From an optimization exercise on the open Yosys and OpenROAD flow, aimed at small area, a short achievable clock period and few clock cycles per item; shortcuts taken in it are not production practice. Where RTL was checked, it was by simulation tests only, not by an equivalence proof against the original.

== oak ==
// srv_loop_block
module srv_loop_block (
    input  wire        clk,
    input  wire        rst,           
    input  wire        wr_en,
    input  wire [7:0]  wr_addr,
    input  wire [31:0] wr_data,
    input  wire        run_valid,
    output wire        run_ready,
    input  wire        run_close,     
    input  wire [15:0] run_m,         
    input  wire [15:0] run_now,       
    input  wire [15:0] run_ff,        
    input  wire [15:0] run_openval,   
    output reg         done,
    output reg  [15:0] y,
    output reg  [15:0] v,
    output wire [31:0] i_out,
    output wire        iclamp,
    output reg         aw,
    output reg         esign          
);
For scale: about 2400 flip-flops, roughly 180 I/O pins, ~200000 um^2 of cells after synthesis.
export LEC_CHECK = 0
export ABC_AREA = 1
export CAP_MARGIN = 20
export CORE_MARGIN = 2
export CORE_UTILIZATION = 48
export PLACE_DENSITY = 0.65
export SETUP_SLACK_MARGIN = 5
export SLEW_MARGIN = 20
create_clock -name core_clock -period 14.0 [get_ports {clk}]
run.sh (not shown) runs the stock make flow with config.mk's settings and CLKGATE_MAP_FILE= SYNTH_SCRIPT=/design/flow/synth_recipe.tcl, a recipe that flattens the netlist after the stock synthesis.
oak: flow completed, timing, DRC and antenna clean
Testbench counts of oak, summed over its fixed seeds: cycles 7,125, runs 1,920.
Modified inputs, pine compared to oak
- CORE_UTILIZATION: 48 -> 40
- PLACE_DENSITY: 0.65 -> 0.6
The global router's overall resource usage in pine sits 6.4 points below the value recorded for oak.
Measured against each other, pine and oak differ in worst setup slack before clock tree synthesis, the higher figure coming from oak.
On routed wire length, the lower figure sits with oak, not pine.
Area enclosed by the die boundary on pine is up relative to oak.
pine has worst hold slack after final layout below what oak had.
The post-CTS setup buffer count in pine sits 3.7% above the value recorded for oak.

========
srv_loop_block, a different RTL version from the one above (not shown whole).
Size: roughly 2,300 flip-flops, about 180 I/O pins, ~150,000 um2 of cells after synthesis.
==> flow/design.v (excerpt) <==
module srv_loop_block (
    input  wire        clk,
    input  wire        rst,           
    input  wire        wr_en,
    input  wire [7:0]  wr_addr,
    input  wire [31:0] wr_data,
    input  wire        run_valid,
    output wire        run_ready,
    input  wire        run_close,     
    input  wire [15:0] run_m,         
    input  wire [15:0] run_now,       
    input  wire [15:0] run_ff,        
    input  wire [15:0] run_openval,   
    output reg         done,
    output reg  [15:0] y,
    output reg  [15:0] v,
    output reg  [31:0] i_out,
    output reg         iclamp,
    output reg         aw,
    output reg         esign          
);
make LEC_CHECK=0 CAP_MARGIN=20 CORE_MARGIN=2 CORE_UTILIZATION=40 PLACE_DENSITY=0.6 SETUP_SLACK_MARGIN=5 SLEW_MARGIN=20 finish   # period 14.0 ns
The starting point went through all stages and came out clean.
Testbench counts at the start, summed over its fixed seeds: cycles 11,493, runs 1,920.
==> next run, changes <==
--- a/flow/config.mk
+++ b/flow/config.mk
@@ -6,4 +6,5 @@
 export NUM_CORES = 4
 export LEC_CHECK = 0
+export ABC_AREA = 1
 export CAP_MARGIN = 20
 export CORE_MARGIN = 2
Outcome: Sequential share of layout area climbs by 0.81 points; final cell count goes up by a few percent; synthesized cell count is higher by a little under a tenth; global-route usage drops by 0.77 points; die area went down slightly; first-iteration DRC count went down by about a fifth.

========
Another version of the RTL of srv_loop_block (not shown whole).
For scale: ~2100 flip-flops.
Settings: LEC_CHECK=0, ABC_CLOCK_PERIOD_IN_PS=8000, CAP_MARGIN=20, CORE_MARGIN=2, CORE_UTILIZATION=40, PLACE_DENSITY=0.6, SETUP_SLACK_MARGIN=5, SLEW_MARGIN=20; clock period 14.0 ns.
Then changed:
--- a/flow/config.mk
+++ b/flow/config.mk
@@ -6,9 +6,7 @@
 export NUM_CORES = 4
 export LEC_CHECK = 0
-export ABC_CLOCK_PERIOD_IN_PS = 8000
 export CAP_MARGIN = 20
 export CORE_MARGIN = 2
 export CORE_UTILIZATION = 40
 export PLACE_DENSITY = 0.6
-export SETUP_SLACK_MARGIN = 5
 export SLEW_MARGIN = 20
Outcome: Clock skew hardly moves. Worst setup slack is worse by 1.8 ns. Non-clock buffer count shrinks by 749. Critical path depth is lower by 5. Maximum frequency fell by 14%. Register-to-register slack loses 1.8 ns. First-iteration DRC count goes down by 10%. Global-route usage drops by 0.96 points. Final area decreases by 7.6%.
No functional check of the RTL was part of any run of this note.

what the ideal ports hide:
No port has a modelled driver above. Below, the same layouts with a new extraction and two added sets of constraints.
Step 1 assumes that a clkbuf_16 drives the clock port and a buf_2 every other input.
Step 2 times the ports against the registers' clock, not the clock port: input delays grow and output delays shrink by t, the midpoint of the rising clock arrivals with the driver on.
Three values: ideal, step 1, step 2; two values: the first two.
| run | shift t [ns] | slack for setup (ns) | hold slack, ns | worst setup path at the end | worst register clock-pin slew, ns |
|---|---|---|---|---|---|
| oak | 1.047 | 4.981 / 4.981 / 4.981 | 0.414 / 0.414 / 0.414 | register to register | 0.07 / 0.07 |
| pine | 1.098 | 4.993 / 4.993 / 4.993 | 0.405 / 0.405 / 0.405 | register to register | 0.07 / 0.07 |
| the first run of note 2 | 0.974 | 5.268 / 5.268 / 5.268 | 0.311 / 0.311 / 0.311 | register to register | 0.07 / 0.07 |
| the second run of note 2 | 1.006 | 5.151 / 5.151 / 5.151 | 0.334 / 0.334 / 0.334 | register to register | 0.07 / 0.07 |
| the first run of note 3 | 1.050 | 3.248 / 3.248 / 3.248 | 0.405 / 0.405 / 0.405 | register to register | 0.07 / 0.07 |
| the second run of note 3 | 1.053 | 1.446 / 1.446 / 1.446 | 0.416 / 0.416 / 0.416 | register to register | 0.07 / 0.07 |
After both steps setup and hold are still met in every run listed.
